From an optimization exercise on the open Yosys and OpenROAD flow, aimed at small area; shortcuts taken in it are not production practice. Only simulation tests tie the RTL to the original design; equivalence was not proved. Power and IR drop assume default switching activity.

==> inputs of run a <==
==> flow/design.v (excerpt) <==
module ps_channel (
    input  wire        clk,
    input  wire        rst,
    input  wire        a_in,
    input  wire        b_in,
    input  wire        z_in,
    input  wire [7:0]  cfg_filt,
    input  wire        cfg_mode,       
    input  wire        cfg_inv,
    input  wire [1:0]  cfg_z_mode,
    input  wire        cfg_z_inv,
    input  wire        cfg_home_req,
    input  wire [23:0] cfg_cpr_m1,
    input  wire [7:0]  cfg_still,      
    input  wire [23:0] cfg_z_tol,
    input  wire        cmd_set_pos,
    input  wire [23:0] preset_pos,
    input  wire [31:0] preset_rev,
    input  wire        cmd_arm_z,
    input  wire        cmp_wr,
    input  wire        cmp_wr_en,
    input  wire        cmp_wr_repeat,
    input  wire [1:0]  cmp_wr_cdir,
    input  wire [23:0] cmp_wr_value,
    input  wire        snap,
    output reg  [23:0] pos,
    output reg  [31:0] rev,
    output reg         dir,            
    output reg         homed,
    output wire        moving,
    output wire [4:0]  cond,           
    output reg  [23:0] zcap,
    output wire [31:0] zerr,
    output reg         cmp_en,
    output reg         cmp_fire,
    output reg         cmp_fire_dir,
    output reg  [47:0] cmp_time,
    output reg         cmd_err,
    output wire        snap_valid,
    output reg  [23:0] snap_pos,
    output reg  [31:0] snap_rev,
    output reg         snap_dir,
    output reg         snap_homed,
    output reg         snap_moving,
    output wire [31:0] snap_speed,     
    output wire [31:0] snap_rpm,       
    output wire        snap_range
);
==> flow/config.mk <==
export PLATFORM = sky130hd
export DESIGN_NAME = ps_channel
export DESIGN_NICKNAME = ps_channel
export VERILOG_FILES = /design/flow/design.v
export SDC_FILE = /design/flow/constraint.sdc
export NUM_CORES = 4
export LEC_CHECK = 0
export ABC_AREA = 1
export CAP_MARGIN = 20
export CORE_MARGIN = 2
export CORE_UTILIZATION = 60
export SLEW_MARGIN = 20
==> flow/constraint.sdc <==
create_clock -name core_clock -period 20.0 [get_ports {clk}]
set_input_delay 4.0000 -clock core_clock [delete_from_list [all_inputs] [get_ports {clk}]]
set_output_delay 4.0000 -clock core_clock [all_outputs]
set_load 0.01 [all_outputs]
run.sh (not shown) runs the stock make flow with config.mk's settings and CLKGATE_MAP_FILE= SYNTH_SCRIPT=/design/flow/synth_recipe.tcl, a recipe that flattens the netlist after the stock synthesis.
==> run b: changes against run a <==
--- a/flow/design.v
+++ b/flow/design.v
@@ -93,28 +93,31 @@
     reg  [26:0] rem;
     reg  [30:0] v;
     reg         brw, seen, sat_s, sat_r, zero, neg;
     wire        divm  = !ph[0];                        
     wire        last  = ph[1] && !ph[0] ? (cnt == 6'd41) : (cnt == 6'd39);
     wire        ge40  = cnt[5] && cnt[3];              
     wire        lo31  = !cnt[5] && (cnt[4:0] != 5'd31);  
+    wire        lo9   = (cnt[5:3] == 3'd0) || (cnt == 6'd8);   
+    wire        lo11  = lo9 || (cnt == 6'd9) || (cnt == 6'd10);  
     wire        b     = q[0];                           
     wire        din   = !ph[1] ? (ph[0] ? b : SPEED_NUM_REV[cnt])
                                : (!ge40 && q[39]);
     wire [27:0] shifted = {rem, din};
     wire [27:0] dvs     = ph[1] ? {4'd0, cpr_m1} : {1'b0, v[26:0]};
     wire [27:0] diff;
     wire        ge;
     ps_add #(.W(28)) u_sub (.a(shifted), .b(~dvs), .ci(!ph[1]), .s(diff), .co(ge));
     wire        qbit  = ge && !zero;
     wire        take  = ge && divm;
     wire        d4    = rem[3];
     wire        t15   = d4 ^ b ^ brw;
     wire        brw_n = (!d4 && (b || brw)) || (b && brw);
-    wire        nbit  = b ^ (neg && seen);              
+    wire        mbit  = b || (ph[1] ? sat_r : sat_s);
+    wire        nbit  = mbit ^ (neg && seen);
     wire        tbit  = ph[1] ? nbit : t15;
     wire [5:0]  cnt_inc;
     ps_inc #(.W(6)) u_cnt (.a(cnt), .ci(1'b1), .y(cnt_inc), .co());
     always @(posedge clk) begin
         if (rst) begin
             busy  <= 1'b0;
             ph    <= 2'd0;
@@ -140,30 +143,29 @@
     always @(posedge clk) begin
         if (start || last) rem <= 27'd0;
         else if (take)     rem <= diff[26:0];
         else               rem <= shifted[26:0];
         if (divm) q <= {q[38:0], qbit};
         else      q <= {tbit, q[39:1]};
         brw  <= divm ? 1'b0 : brw_n;
-        seen <= divm ? 1'b0 : (seen || b);
+        seen <= divm ? 1'b0 : (seen || mbit);
         if (start) begin
             v     <= {4'd0, d_in};
             zero  <= zero_in;
             neg   <= neg_in;
             sat_s <= 1'b0;
             sat_r <= 1'b0;
         end else if (busy) begin
             if (ph == 2'd1 && lo31) v <= {nbit, v[30:1]};
-            if (ph == 2'd1 && !lo31) sat_s <= sat_s || b;
-            if (ph == 2'd2 && ge40)  sat_r <= sat_r || q[39];
-            if (ph == 2'd3 && !lo31) sat_r <= sat_r || b;
+            if (ph == 2'd0 && lo9)  sat_s <= sat_s || qbit;
+            if (ph == 2'd2 && lo11) sat_r <= sat_r || qbit;
         end
     end
-    assign speed = {neg && !zero, sat_s ? {{30{!neg}}, 1'b1} : v};
-    assign rpm   = {neg && (sat_r || seen), sat_r ? {{30{!neg}}, 1'b1} : q[30:0]};
+    assign speed = {neg && !zero, v};
+    assign rpm   = {neg && seen, q[30:0]};
     assign range = sat_s || sat_r;
 endmodule
 module ps_channel (
     input  wire        clk,
     input  wire        rst,
     input  wire        a_in,
     input  wire        b_in,
@@ -286,17 +288,14 @@
     wire [24:0] cpr;
     ps_inc #(.W(24)) u_cpr (.a(m), .ci(1'b1), .y(cpr[23:0]), .co(cpr[24]));
     wire        go_down;                                   
     ps_add #(.W(25)) u_gd (.a(cpr), .b(~{p1, 1'b0}), .ci(1'b1), .s(), .co(go_down));
     wire [24:0] corr;                                      
     ps_add #(.W(25)) u_corr (.a(go_down ? 25'd0 : cpr), .b(~{1'b0, p1}), .ci(1'b1),
                              .s(corr), .co());
-    wire [23:0] corr_abs = go_down ? p1 : corr[23:0];
-    wire        tol_over;
-    ps_add #(.W(24)) u_tol (.a(corr_abs), .b(~cfg_z_tol), .ci(1'b0), .s(), .co(tol_over));
     wire        home_up = do_home && !go_down;
     wire        r_inc = (ev && up && at_top) || home_up;
     wire        r_dec = ev && !up && at_zero;
     wire        r_en  = r_inc ^ r_dec;
     wire [32:0] rc;
     wire [31:0] r2;
     assign rc[0] = r_en;
@@ -308,56 +307,65 @@
     endgenerate
     wire        wrap = (rc[31] && (r0[31] == r_dec)) ||
                        (r_inc && r_dec && r0 == 32'h8000_0000);
     wire [23:0] p2 = do_home ? 24'd0 : p1;
     reg  [23:0] zm_cnt;
     reg         zm_ph;
     reg         z_missing;
-    wire        zm_zero = (zm_cnt == 24'd0);
+    wire        zm_zero = (zm_cnt[23:1] == 23'd0) && (zm_ph || !zm_cnt[0]);
     wire [23:0] zm_dec;
-    ps_dec #(.W(24)) u_zm (.a(zm_cnt), .y(zm_dec));
-    reg         z_mismatch;
+    wire [23:0] zm_bc;                                     
+    assign zm_bc[0] = !zm_ph;
+    assign zm_bc[1] = zm_ph || !zm_cnt[0];
+    generate
+        for (gi = 0; gi < 24; gi = gi + 1) begin : g_zm
+            assign zm_dec[gi] = zm_cnt[gi] ^ zm_bc[gi];
+            if (gi >= 1 && gi < 23) begin : g_b
+                assign zm_bc[gi+1] = zm_bc[gi] && !zm_cnt[gi];
+            end
+        end
+    endgenerate
+    wire        z_mismatch;
     reg         rev_wrap;
     reg         dir_setup;
     reg  [25:0] ds_lfsr;
     reg  [22:0] zerr_lo;
     reg         zerr_s;
     assign zerr = {{9{zerr_s}}, zerr_lo};
+    wire        tol_over;
+    ps_add #(.W(23)) u_tol (.a(zerr_lo ^ {23{zerr_s}}), .b(~cfg_z_tol[22:0]), .ci(zerr_s),
+                            .s(), .co(tol_over));
+    assign z_mismatch = (cfg_z_tol != 24'd0) && !cfg_z_tol[23] && tol_over;
     always @(posedge clk) begin
         if (rst) begin
             pos        <= 24'd0;
             rev        <= 32'd0;
             homed      <= 1'b0;
             dir        <= 1'b0;
             zcap       <= 24'd0;
             zerr_lo    <= 23'd0;
             zerr_s     <= 1'b0;
             armed      <= 1'b0;
             z_missing  <= 1'b0;
-            z_mismatch <= 1'b0;
             rev_wrap   <= 1'b0;
             dir_setup  <= 1'b0;
             cmp_en     <= 1'b0;
-            cmp_repeat <= 1'b0;
-            cmp_cdir   <= 2'd0;
-            cmp_value  <= 24'd0;
             cmp_fire   <= 1'b0;
             cmp_fire_dir <= 1'b0;
             cmp_time   <= 48'd0;
             cmd_err    <= 1'b0;
         end else begin
             pos <= p2;
             rev <= r2;
             if (ev) dir <= !up;
             if (preset_ok || do_home) homed <= 1'b1;
             if (z_ev) zcap <= p1;
             if (do_home) begin
                 zerr_lo    <= corr[22:0];
                 zerr_s     <= corr[24];
-                z_mismatch <= (cfg_z_tol != 24'd0) && tol_over;
             end
             if (cmd_arm_z)                            armed <= 1'b1;
             else if (z_ev && cfg_z_mode == 2'd3)      armed <= 1'b0;
             if (z_ev)
                 z_missing <= 1'b0;
             else if (ev && zm_ph && zm_zero && cfg_z_mode != 2'd0)
                 z_missing <= 1'b1;
@@ -369,32 +377,34 @@
                 dir_setup <= 1'b0;
             cmp_fire <= fire;
             if (fire) begin
                 cmp_fire_dir <= !up;
                 cmp_time     <= ts;
                 if (!cmp_repeat) cmp_en <= 1'b0;
             end
-            if (cmp_wr && !cmp_bad) begin
-                cmp_en     <= cmp_wr_en;
-                cmp_repeat <= cmp_wr_repeat;
-                cmp_cdir   <= cmp_wr_cdir;
-                cmp_value  <= cmp_wr_value;
-            end
+            if (cmp_wr && !cmp_bad) cmp_en <= cmp_wr_en;
             cmd_err <= (cmd_set_pos && preset_bad) || (cmp_wr && cmp_bad);
         end
     end
     always @(posedge clk) begin
+        if (!rst && cmp_wr && !cmp_bad) begin
+            cmp_repeat <= cmp_wr_repeat;
+            cmp_cdir   <= cmp_wr_cdir;
+            cmp_value  <= cmp_wr_value;
+        end
+    end
+    always @(posedge clk) begin
         if (rst || z_ev) begin
             zm_cnt <= m;
             zm_ph  <= 1'b0;
         end else if (ev) begin
-            if (!zm_zero)
+            if (!zm_zero) begin
                 zm_cnt <= zm_dec;
-            else if (!zm_ph) begin
-                zm_cnt <= {1'b0, m[23:1]};
+            end else if (!zm_ph) begin
+                zm_cnt <= m;
                 zm_ph  <= 1'b1;
             end
         end
     end
     always @(posedge clk) begin
         if (setup_v)
             ds_lfsr <= DS_SEED;
--- a/flow/config.mk
+++ b/flow/config.mk
@@ -5,8 +5,12 @@
 export SDC_FILE = /design/flow/constraint.sdc
 export NUM_CORES = 4
 export LEC_CHECK = 0
 export ABC_AREA = 1
 export CAP_MARGIN = 20
 export CORE_MARGIN = 2
 export CORE_UTILIZATION = 60
+export CTS_BUF_LIST = sky130_fd_sc_hd__clkbuf_8
+export CTS_CLUSTER_DIAMETER = 50
+export CTS_CLUSTER_SIZE = 20
+export GPL_TIMING_DRIVEN = 0
 export SLEW_MARGIN = 20
==> metrics.md <==
| Metric | Value |
|---|---|
| Number of multi-input logic gates | `2584` |
| Clock buf count | `83` |
| Met2 wire len | `44900 µm` |
| Via/cell ratio | `5.42` |
| Run status | `no timing/DRC/antenna violations` |
(the above is from run a)
==> metrics.md <==
| Metric | Value |
|---|---|
| Clock buf count | `54` |
| Clock power share | `26.9%` |
| Setup TNS | `0 ns` |
| Sequential cell area share | `33.4%` |
| Seq/Total Area, Yosys | `41.0%` |
| Relative slew margins | `26.2%` |
| Run status | `no timing/DRC/antenna violations` |
| Largest cell class by area | `multi-input combinational cells` |
(the above is from run b)

[what the ideal ports hide]
How much do the figures lean on ideal ports? The routed layouts below were timed once more, with nothing changed but the port constraints.
Step 1 (the two cells are an assumption about what drives the block):
set clk [get_ports {clk}]
set_driving_cell -lib_cell sky130_fd_sc_hd__clkbuf_16 $clk
set_driving_cell -lib_cell sky130_fd_sc_hd__buf_2 [delete_from_list [all_inputs] $clk]
Step 2 times the ports against the registers' clock, not the clock port: input delays grow and output delays shrink by t, the midpoint of the rising clock arrivals with the driver on.
a / b / c = ideal ports / drivers / drivers and shift; a / b = the first two.
run	t (ns)	setup slack, ns	worst hold slack (ns)	clock arrival spread, ns	pins driven straight from the clock port
run a	0.695	0.461 / 0.486 / -0.209	0.406 / 0.406 / 0.406	0.069 / 0.069	1
run b	0.736	0.897 / 0.921 / 0.185	0.407 / 0.407 / 0.407	0.044 / 0.044	1
With both steps, setup timing fails in run a, where it was met with ideal ports. The setup slack of run b, which loses most, moves by +0.024 ns with the drivers and by -0.712 ns with both steps.
